What follows belongs to an exercise in optimizing a design on an open flow for small area, a short achievable clock period and few clock cycles; a production flow would make more cautious choices. At most, simulation tests tie the RTL to the original design; equivalence was not proved. Power is estimated from default activity; no workload was simulated.

==> delta <==
## loop_sample_unit
module loop_sample_unit (
    input  wire        clk,
    input  wire        rst,
    input  wire        start,
    input  wire        first,
    input  wire        restart,
    input  wire [31:0] pv_raw,
    input  wire [31:0] target,
    output wire        ready,
    output reg         done,
    output reg  [31:0] out_val,
    output reg         limited,
    output reg  [4:0]  sat_cnt,
    output reg         mem_re,
    output reg  [6:0]  mem_raddr,
    input  wire [31:0] mem_rdata,
    output reg         mem_we,
    output reg  [6:0]  mem_waddr,
    output reg  [31:0] mem_wdata
);
    localparam [6:0] W_IN_GAIN = 7'd1,  W_IN_OFS = 7'd2,  W_SP_DB = 7'd5,
                     W_RAMP    = 7'd6,  W_UMIN   = 7'd7,  W_UMAX  = 7'd8,
                     W_RLIM    = 7'd9,  W_OUT_GAIN = 7'd11, W_MASK = 7'd13,
                     W_MODE    = 7'd14, W_W      = 7'd15, W_T_REF = 7'd16,
                     W_U_LAST  = 7'd17;
    localparam [4:0] T_NONE = 5'd0,  T_INGAIN = 5'd1,  T_INOFS = 5'd2,  T_MASK = 5'd3,
                     T_TREF = 5'd4,  T_SPDB   = 5'd5,  T_MODE  = 5'd6,  T_W    = 5'd7,
                     T_RAMP = 5'd8,  T_AS1L   = 5'd9,  T_AS1H  = 5'd10, T_AB0  = 5'd11,
                     T_RLIM = 5'd12, T_UMIN   = 5'd13, T_UMAX  = 5'd14, T_ULAST = 5'd15,
                     T_BS2L = 5'd16, T_BS2H   = 5'd17, T_BB1   = 5'd18, T_BA1  = 5'd19,
                     T_BS1L = 5'd21, T_BS1H = 5'd22, T_BB2  = 5'd23,
                     T_BA2  = 5'd24, T_OUTG   = 5'd25, T_BUB1  = 5'd26, T_BUB2 = 5'd27,
                     T_RS1L = 5'd28, T_RS1H   = 5'd29, T_RB0   = 5'd30;
  ...
export LEC_CHECK = 0
export CAP_MARGIN = 20
export CORE_MARGIN = 2
export CORE_UTILIZATION = 40
export PLACE_DENSITY = 0.6
export SLEW_MARGIN = 20
create_clock -name core_clock -period 25.0 [get_ports {clk}]
standard.sh (not shown) runs the stock make flow with config.mk's settings and CLKGATE_MAP_FILE= SYNTH_SCRIPT=/design/flow/synth_recipe.tcl, a recipe that flattens the netlist after the stock synthesis.
==> flow/flow/run.sh <==
#!/bin/bash
# Layout flow: the standard synthesis and layout (standard.sh) on a denser
# core, with timing repair aimed below the design's period (a setup margin; the
# constraints and the period are the standard flow's own) and port buffers that drive their
# pins quickly. Each step's full output goes to a log file of its own in the
# work folder.
set -euo pipefail
bash standard.sh synth > synth.log 2>&1
bash standard.sh SETUP_SLACK_MARGIN=18.6 \
    "BUFFER_PORTS_ARGS=-buffer_cell sky130_fd_sc_hd__buf_2" \
    CORE_UTILIZATION=50 \
    finish > layout.log 2>&1
==> raven (differences from delta) <==
--- a/flow/design.v
+++ b/flow/design.v
@@ -25,17 +25,17 @@
                      W_U_LAST  = 7'd17;
     localparam [4:0] T_NONE = 5'd0,  T_INGAIN = 5'd1,  T_INOFS = 5'd2,  T_MASK = 5'd3,
                      T_TREF = 5'd4,  T_SPDB   = 5'd5,  T_MODE  = 5'd6,  T_W    = 5'd7,
                      T_RAMP = 5'd8,  T_AS1L   = 5'd9,  T_AS1H  = 5'd10, T_AB0  = 5'd11,
                      T_RLIM = 5'd12, T_UMIN   = 5'd13, T_UMAX  = 5'd14, T_ULAST = 5'd15,
                      T_BS2L = 5'd16, T_BS2H   = 5'd17, T_BB1   = 5'd18, T_BA1  = 5'd19,
                      T_BS1L = 5'd21, T_BS1H = 5'd22, T_BB2  = 5'd23,
                      T_BA2  = 5'd24, T_OUTG   = 5'd25, T_BUB1  = 5'd26, T_BUB2 = 5'd27,
-                     T_RS1L = 5'd28, T_RS1H   = 5'd29, T_RB0   = 5'd30;
+                     T_RS1L = 5'd28, T_RS1H   = 5'd29, T_RB0   = 5'd30, T_BUB3 = 5'd31;
     localparam [3:0] O_NONE = 4'd0, O_PV = 4'd1, O_Y = 4'd2, O_N1 = 4'd3,
                      O_N1V = 4'd4, O_N2 = 4'd5, O_OUT = 4'd6, O_YR = 4'd7, O_MV = 4'd8;
     localparam [1:0] P_IDLE = 2'd0, P_RUN = 2'd1, P_WAIT = 2'd2;
     localparam signed [65:0] SLIM_P = 66'sh0_0FFF_FFFF_E000_0000;
     localparam signed [65:0] SLIM_N = -66'sh0_0FFF_FFFF_E000_0000;
     function [6:0] sec_base;
         input [2:0] j;
         begin
@@ -96,18 +96,19 @@
     reg [31:0] t_q;                  
     reg        first_q, restart_q;
     reg [31:0] rd0, rd1, rd2, rd3;
     reg        ru_ul, ru_spdb, ru_ramp, ru_w;
     reg        wsel_q;
     reg  [31:0] mode_q;
     wire       sp_now = ru_ramp || (ru_w && !mode_q[26]);
     reg        sp_nowd, sp_nowdd;
+    reg        cl_s2;                    
     reg        dpos, dneg;
-    wire       dnz = dpos | dneg;
+    wire       dnz;
     wire [7:0] remA_e = (tag0 == T_MASK) ? rd0[7:0] : remA;
     wire [2:0] jA = lowest(remA_e);
     wire [2:0] jB = lowest(remB);
     wire [6:0] baseA = sec_base(jA);
     wire [6:0] baseB = sec_base(jB);
     reg  [6:0] nx_addr;
     reg  [4:0] nx_tag;
     reg  [2:0] nx_sec;
@@ -152,17 +153,18 @@
                     nx_addr = baseB + 7'd8; nx_tag = T_BS2L;
                 end else if (rtag != T_BA2) begin
                     nx_re = 1'b0; nx_tag = T_BUB1;       
                 end else begin
                     nx_addr = W_OUT_GAIN; nx_tag = T_OUTG;
                 end
             end
             T_BUB1:  begin nx_re = 1'b0; nx_tag = T_BUB2; end
-            T_BUB2:  begin nx_addr = W_OUT_GAIN; nx_tag = T_OUTG; end
+            T_BUB2:  begin nx_re = 1'b0; nx_tag = T_BUB3; end
+            T_BUB3:  begin nx_addr = W_OUT_GAIN; nx_tag = T_OUTG; end
             T_RS1L:  begin nx_addr = baseB + 7'd7; nx_tag = T_RS1H; end
             T_RS1H:  begin nx_addr = baseB;        nx_tag = T_RB0;  end
             T_RB0:   begin nx_addr = baseB + 7'd8; nx_tag = T_BS2L; end
             T_BS2L:  begin nx_addr = baseB + 7'd9; nx_tag = T_BS2H; end
             T_BS2H:  begin nx_addr = baseB + 7'd1; nx_tag = T_BB1;  end
             T_BB1:   begin nx_addr = baseB + 7'd3; nx_tag = T_BA1; end
             T_BA1:   begin
                 if (ig_q[jB] & dnz) begin
@@ -192,28 +194,30 @@
             rtag      <= T_NONE;
             tag1      <= T_NONE;
             tag0      <= T_NONE;
             tagd      <= T_NONE;
             ru_ramp   <= 1'b0;
             ru_w      <= 1'b0;
             sp_nowd   <= 1'b0;
             sp_nowdd  <= 1'b0;
+            cl_s2     <= 1'b0;
         end else begin
             done      <= 1'b0;
             mem_re    <= nx_re;
             mem_raddr <= nx_addr;
             rtag      <= nx_tag;
             tag1      <= (phase == P_IDLE && accept) ? T_INGAIN : rtag;
             tag0      <= tag1;
             tagd      <= tag0;
             ru_ramp   <= (tag1 == T_RAMP);
             ru_w      <= (tag1 == T_W);
             sp_nowd   <= sp_now;
             sp_nowdd  <= sp_nowd;
+            cl_s2     <= (tagd == T_ULAST);
             case (phase)
                 P_IDLE: if (accept) begin
                     phase   <= P_RUN;
                     ready_q <= 1'b0;
                 end
                 P_RUN: if (rtag == T_OUTG) begin
                     phase <= P_WAIT;
                     wcnt  <= 3'd3;
@@ -366,52 +370,55 @@
     lsu_add32 rusub (.a(ru_base), .b(~ru_lim), .cin(1'b1), .s(ru_bml), .cout(ru_mco));
     wire        [31:0] ru_res  = ru_gt ? ru_bpl : ru_lt ? ru_bml : ru_tgt;
     wire               exceed  = ru_gt | ru_lt;
     wire        [31:0] w0       = wsel_q ? pv_q : rd1;
     wire               ramping0 = wsel_q ? (ru_lim != 32'd0) : mode_q[26];
     wire        [31:0] sp_w1    = first_q ? w0 : ramping0 ? ru_res : t_q;
     wire               sp_rnew  = first_q ? ramping0 : (ramping0 & (ru_gt | ru_lt));
     reg                rz_q;
-    wire signed [31:0] cl_max = rz_q ? rd1 : rd2;
-    wire signed [31:0] cl_min = rz_q ? rd2 : rd3;
     wire        [31:0] sb_a  = sp_nowd ? diff_q[31:0] : xc;
     wire        [31:0] sb_b  = sp_nowd ? pv_q : rd0;
     wire signed [32:0] x0_v;
     wire               x0_co;
     lsu_add33 x0sub (.a({sb_a[31], sb_a}), .b(~{sb_b[31], sb_b}), .cin(1'b1), .s(x0_v), .cout(x0_co));
     wire        [31:0] x0    = (!diff_q[32] & diff_q[31]) ? 32'h7FFF_FFFF :
                                (diff_q[32] & !diff_q[31]) ? 32'h8000_0000 : diff_q[31:0];
     reg         rlgt_q, rllt_q, lim_q;
-    wire               cl_now = (tagd == T_UMAX && rz_q) || (tagd == T_ULAST);
+    wire               cl_rz  = (tagd == T_UMAX) && rz_q;
+    wire               cl_s1  = (tagd == T_ULAST);
+    wire               cl_now = cl_rz | cl_s2;
     reg                xmx_gt, xmx_lt, xmn_gt, xmn_lt, cmm_q;
+    reg                blo_q, bhi_q, eqx_q;
     wire signed [31:0] xc_s   = xc;
     wire signed [31:0] rd1_s  = rd1;
     wire signed [31:0] rd0_s  = rd0;
     wire signed [32:0] cd_mx  = x0_v;
     wire signed [32:0] cd_mn;
     wire               cd_co;
     lsu_add33 cdsub (.a({xc_s[31], xc_s}), .b(~{rd1_s[31], rd1_s}), .cin(1'b1), .s(cd_mn), .cout(cd_co));
     wire        [32:0] mm_d;
     wire               mm_co;
     lsu_add33 mmsub (.a({rd0[31], rd0}), .b(~{rd1[31], rd1}), .cin(1'b1), .s(mm_d), .cout(mm_co));
-    wire signed [31:0] cl_ur  = rz_q ? xc : diff_q[31:0];
     wire        [32:0] cb_lo, cb_hi;
     wire               cb_lco, cb_hco;
     lsu_add33 cblo (.a({diff_q[31], diff_q[31:0]}), .b(~{rd3[31], rd3}), .cin(1'b1), .s(cb_lo), .cout(cb_lco));
     lsu_add33 cbhi (.a({rd2[31], rd2}), .b(~{diff_q[31], diff_q[31:0]}), .cin(1'b1), .s(cb_hi), .cout(cb_hco));
-    wire               cl_blo = rz_q ? xmn_lt : cb_lo[32];
-    wire               cl_bhi = rz_q ? xmx_gt : cb_hi[32];
-    wire               cl_eqx = rz_q ? !(xmx_gt | xmx_lt) : (diff_q[31:0] == rd2);
+    wire        [31:0] cl_mx1 = cb_lo[32] ? rd3 : diff_q[31:0];    
+    wire               cl_blo = rz_q ? xmn_lt : blo_q;
+    wire               cl_bhi = rz_q ? xmx_gt : bhi_q;
+    wire               cl_eqx = rz_q ? !(xmx_gt | xmx_lt) : eqx_q;
     wire               cl_tmx = cl_blo ? cmm_q : cl_bhi;           
     wire               cl_tmn = cl_blo & !cmm_q;                    
-    wire        [31:0] cl_u   = cl_tmx ? cl_max : cl_tmn ? cl_min : cl_ur;
+    wire        [31:0] cl_u   = rz_q ? (cl_tmx ? rd1 : cl_tmn ? rd2 : xc) :
+                                       (cl_tmx ? rd3 : diff_q[31:0]);
     wire               cl_flg = cl_tmx ? !cl_eqx : cl_tmn;
     wire               cl_dp  = cl_tmx ? xmx_gt : cl_tmn ? xmn_gt : (!rz_q & rlgt_q);
     wire               cl_dn  = cl_tmx ? xmx_lt : cl_tmn ? xmn_lt : (!rz_q & rllt_q);
+    assign dnz = cl_s2 ? (cl_dp | cl_dn) : (dpos | dneg);
     always @(posedge clk) begin
         limited <= lim_q;
         sat_cnt <= satc;
     end
     reg [31:0] fifo0, fifo1, fifo2, fifo3;
     reg [31:0] fifo_rd;
     wire       fifo_y  = (tag1 == T_BA1) || (tag1 == T_BA2);
     wire [3:0] fifo_ra = (ord1 >= 4'd3) ? (fifo_y ? 4'd4 : 4'd3) : ord1 + {3'd0, fifo_y};
@@ -446,24 +453,25 @@
     wire        dq_pv  = (m2op == O_PV);
     wire        dq_n   = (m2op == O_N1) || (m2op == O_N1V) || (m2op == O_N2);
     wire        dq_lim = ru_ul | (sp_now & !first_q & ramping0);   
     wire        dq_w0  = sp_now & first_q;
     wire        dq_t   = sp_now & !first_q & !ramping0;
     wire        dq_bpl = dq_lim & ru_gt;
     wire        dq_bml = dq_lim & !ru_gt & ru_lt;
     wire        dq_tgt = (dq_lim & !ru_gt & !ru_lt) | dq_t;
-    wire        dq_any = dq_pv | dq_n | sp_now | ru_ul | sp_nowd;
+    wire        dq_any = dq_pv | dq_n | sp_now | ru_ul | sp_nowd | cl_s1;
     wire [31:0] dq_32  = ({32{dq_w0}}  & w0) |
                          ({32{dq_bpl}} & ru_bpl) |
                          ({32{dq_bml}} & ru_bml) |
                          ({32{dq_tgt}} & ru_tgt);
     wire [34:0] dq_d   = ({35{dq_pv}}   & m2_rnd) |
                          ({35{dq_n}}    & {3'd0, m2_n[63:32]}) |
                          ({35{sp_nowd}} & {{2{x0_v[32]}}, x0_v}) |
+                         ({35{cl_s1}}   & {3'd0, cl_mx1}) |
                          {{3{dq_32[31]}}, dq_32};
     always @(posedge clk) begin
         if (mb_ld)
             {bng, btwo, bone} <= booth_enc(mb_n, mb_neg);
         ru_ul   <= (tag1 == T_ULAST);
         ru_spdb <= (tag1 == T_SPDB);
         if (dq_any)
             diff_q <= dq_d;
@@ -508,16 +516,21 @@
             xmn_gt <= !cd_mn[32] && (xc != rd1);
             xmn_lt <= cd_mn[32];
             cmm_q  <= mm_d[32];
         end
         if (tag0 == T_ULAST) begin
             rlgt_q <= ru_gt;
             rllt_q <= ru_lt;
         end
+        if (cl_s1) begin
+            blo_q <= cb_lo[32];
+            bhi_q <= cb_hi[32];
+            eqx_q <= (diff_q[31:0] == rd2);
+        end
         if (cl_now) begin
             lim_q <= cl_flg | (!rz_q & (rlgt_q | rllt_q));
             dpos  <= cl_dp;
             dneg  <= cl_dn;
         end
         out_val <= t_q;
         if (tag1 == T_INGAIN)
             satc <= 5'd0;
==> flow/flow/run.sh (replaced) <==
#!/bin/bash
# Layout flow: the standard synthesis and layout (standard.sh), with timing
# repair aimed below the design's period (a setup margin; the constraints and
# the period are the standard flow's own) and port buffers that drive their pins quickly.
# Each step's full output goes to a log file of its own in the work folder.
set -euo pipefail
bash standard.sh synth > synth.log 2>&1
bash standard.sh SETUP_SLACK_MARGIN=18.6 \
    "BUFFER_PORTS_ARGS=-buffer_cell sky130_fd_sc_hd__buf_2" \
    finish > layout.log 2>&1
==> nickel (differences from delta) <==
==> flow/flow/run.sh (replaced) <==
#!/bin/bash
# Layout flow: the standard synthesis (with ABC's area script) and layout
# (standard.sh), with timing repair aimed below the design's period (a setup
# margin; the constraints and the period are the standard flow's own) and port buffers that
# drive their pins quickly. Each step's full output goes to a log file of its
# own in the work folder.
set -euo pipefail
bash standard.sh ABC_AREA=1 synth > synth.log 2>&1
bash standard.sh SETUP_SLACK_MARGIN=18.6 \
    "BUFFER_PORTS_ARGS=-buffer_cell sky130_fd_sc_hd__buf_2" \
    finish > layout.log 2>&1
==> summary.txt <==
Hold slack, highest first: nickel, raven, delta. raven went through all stages and came out clean. nickel ran to the end with no violations. delta completed with no timing, DRC or antenna violations. The highest non-clock buffer count belongs to nickel, the lowest to raven. Core utilization, highest first: delta, nickel, raven. Cell area: raven > nickel > delta. Between nickel and raven, the lower critical path depth is in raven (gap 15).
Testbench counts of delta, summed over its fixed seeds: cycles 13,377.
Testbench counts of nickel, summed over its fixed seeds: cycles 13,377.
No functional check of the RTL was part of raven.


==> job 7540 <==
Starting RTL as in the previous note.
clock: 25.0 ns
lec_check: 0
cap_margin: 20
core_margin: 2
core_utilization: 40
place_density: 0.6
slew_margin: 20
==> flow/flow/run.sh <==
#!/bin/bash
# Layout flow: the standard synthesis and layout (standard.sh), with timing
# repair aimed below the design's period (a setup margin; the constraints and
# the period are the standard flow's own), port buffers that drive their pins quickly, and
# clock-tree sink clustering set explicitly (30 sinks within 60 um, one level).
# Each step's full output goes to a log file of its own in the work folder.
set -euo pipefail
bash standard.sh synth > synth.log 2>&1
bash standard.sh SETUP_SLACK_MARGIN=18.6 \
    "BUFFER_PORTS_ARGS=-buffer_cell sky130_fd_sc_hd__buf_2" \
    "CTS_ARGS=-sink_clustering_enable -repair_clock_nets -sink_clustering_size 30 -sink_clustering_max_diameter 60 -sink_clustering_levels 1" \
    finish > layout.log 2>&1
==> inputs of job 6255, as changes to job 7540 <==
==> flow/flow/run.sh (replaced) <==
#!/bin/bash
# Layout flow: the standard synthesis and layout (standard.sh) with
# timing-driven global placement, timing repair aimed below the design's period
# (a setup margin; the constraints and the period are the standard flow's own) and port
# buffers that drive their pins quickly. Each step's full output goes to a log
# file of its own in the work folder.
set -euo pipefail
bash standard.sh synth > synth.log 2>&1
bash standard.sh SETUP_SLACK_MARGIN=18.6 \
    "BUFFER_PORTS_ARGS=-buffer_cell sky130_fd_sc_hd__buf_2" \
    GPL_TIMING_DRIVEN=1 \
    finish > layout.log 2>&1
==> summary of the runs <==
Job 6255 went through all stages and came out clean. Job 7540 completed without violations.
In synthesized cell count, job 7540 and job 6255 do not differ.
Sequential power is about the same in job 7540 and job 6255.
Area after synthesis is the same in job 7540 and job 6255.
Sequential cell count is the same in job 6255 and job 7540.
In job 6255 the non-clock buffer count is lower than in job 7540, by 1.
Die area is the same in job 6255 and job 7540.
Worst setup slack: job 6255 is better than job 7540 (0.077 ns).
First-iteration DRC count: job 7540 is smaller than job 6255 (about 1%).
Sequential share of layout area: job 7540 is lower than job 6255 (0.051 points).
Routed wire length is about the same in job 7540 and job 6255.
==> figures <==
                                                                                job 7540                  job 6255
Status                                                           complete, no violations   complete, no violations
Share of total power in the clock network                                          0.109                     0.106
Met3 usage in global routing                                                      0.1341                    0.1326
Register-to-Register Setup Slack                                                18.65 ns                  18.59 ns
Crit path launch type                                                      primary input                      flop
Post-CTS resize count                                                                121                       128
Standard cell with the maximum stage delay on the critical path  sky130_fd_sc_hd__xor2_1  sky130_fd_sc_hd__dfxtp_4
Signal arrival time at the worst endpoint                                        6.89 ns                   1.42 ns
Max rail drop VDD                                                            0.0003812 V               0.0003772 V
Final clock skew                                                              0.06606 ns                0.04533 ns
First-pass GRT wire length                                                    556,500 µm                557,600 µm
Violation count after the first detailed-route iteration                          10.91k                    11.03k
Layout cell share with drive strength beyond 1                                    0.1152                    0.1140
Routed wire length                                                            402,000 µm                402,100 µm
Total routed wire length on the met1 layer                                    146,300 µm                146,200 µm
Crit end category                                                                   flop            primary output
Worst setup path start                                                        pv_raw[21]      mem_wdata[4]$_DFF_P_
Kind of critical path                                                          in -> reg                reg -> out
Flip-flop and latch area                                                      20,400 µm²                20,400 µm²
Critical Path Sink                                                    bone[11]$_DFFE_PP_              mem_wdata[4]
Final Hold Slack                                                               0.3221 ns                 0.3251 ns
Testbench counts of job 7540, summed over its fixed seeds: cycles 13,377.
Testbench counts of job 6255, summed over its fixed seeds: cycles 13,377.

## separate check: timing with driven ports
No port has a modelled driver above. Below, the same layouts with a new extraction and two added sets of constraints.
Step 1: set_driving_cell puts a clkbuf_16 on clk and a buf_2 on each other input, an assumption about the parent block.
Step 2 also shifts input and output timing later by t, the mid clock arrival at the registers, as if the neighbouring blocks saw the same clock.
Slacks: ideal ports / drivers / drivers and shift; pairs: ideal ports / drivers.
run | t, ns | setup WS [ns] | clock arrival spread, ns | worst data-port slew with drivers (ns) | pins driven straight from the clock port
delta | 0.854 | 18.585 / 18.483 / 17.876 | 0.044 / 0.044 | 0.19 | 1
raven | 0.859 | 18.592 / 18.509 / 18.110 | 0.089 / 0.089 | 0.11 | 1
nickel | 0.890 | 18.357 / 18.357 / 18.357 | 0.080 / 0.080 | 0.07 | 1
job 7540 | 0.857 | 18.505 / 18.469 / 17.734 | 0.067 / 0.067 | 0.17 | 1
job 6255 | 0.863 | 18.581 / 18.489 / 17.857 | 0.045 / 0.045 | 0.18 | 1
After both steps every run listed still meets setup and hold. The setup slack of job 7540, which loses most, moves by -0.036 ns with the drivers and by -0.771 ns with both steps.
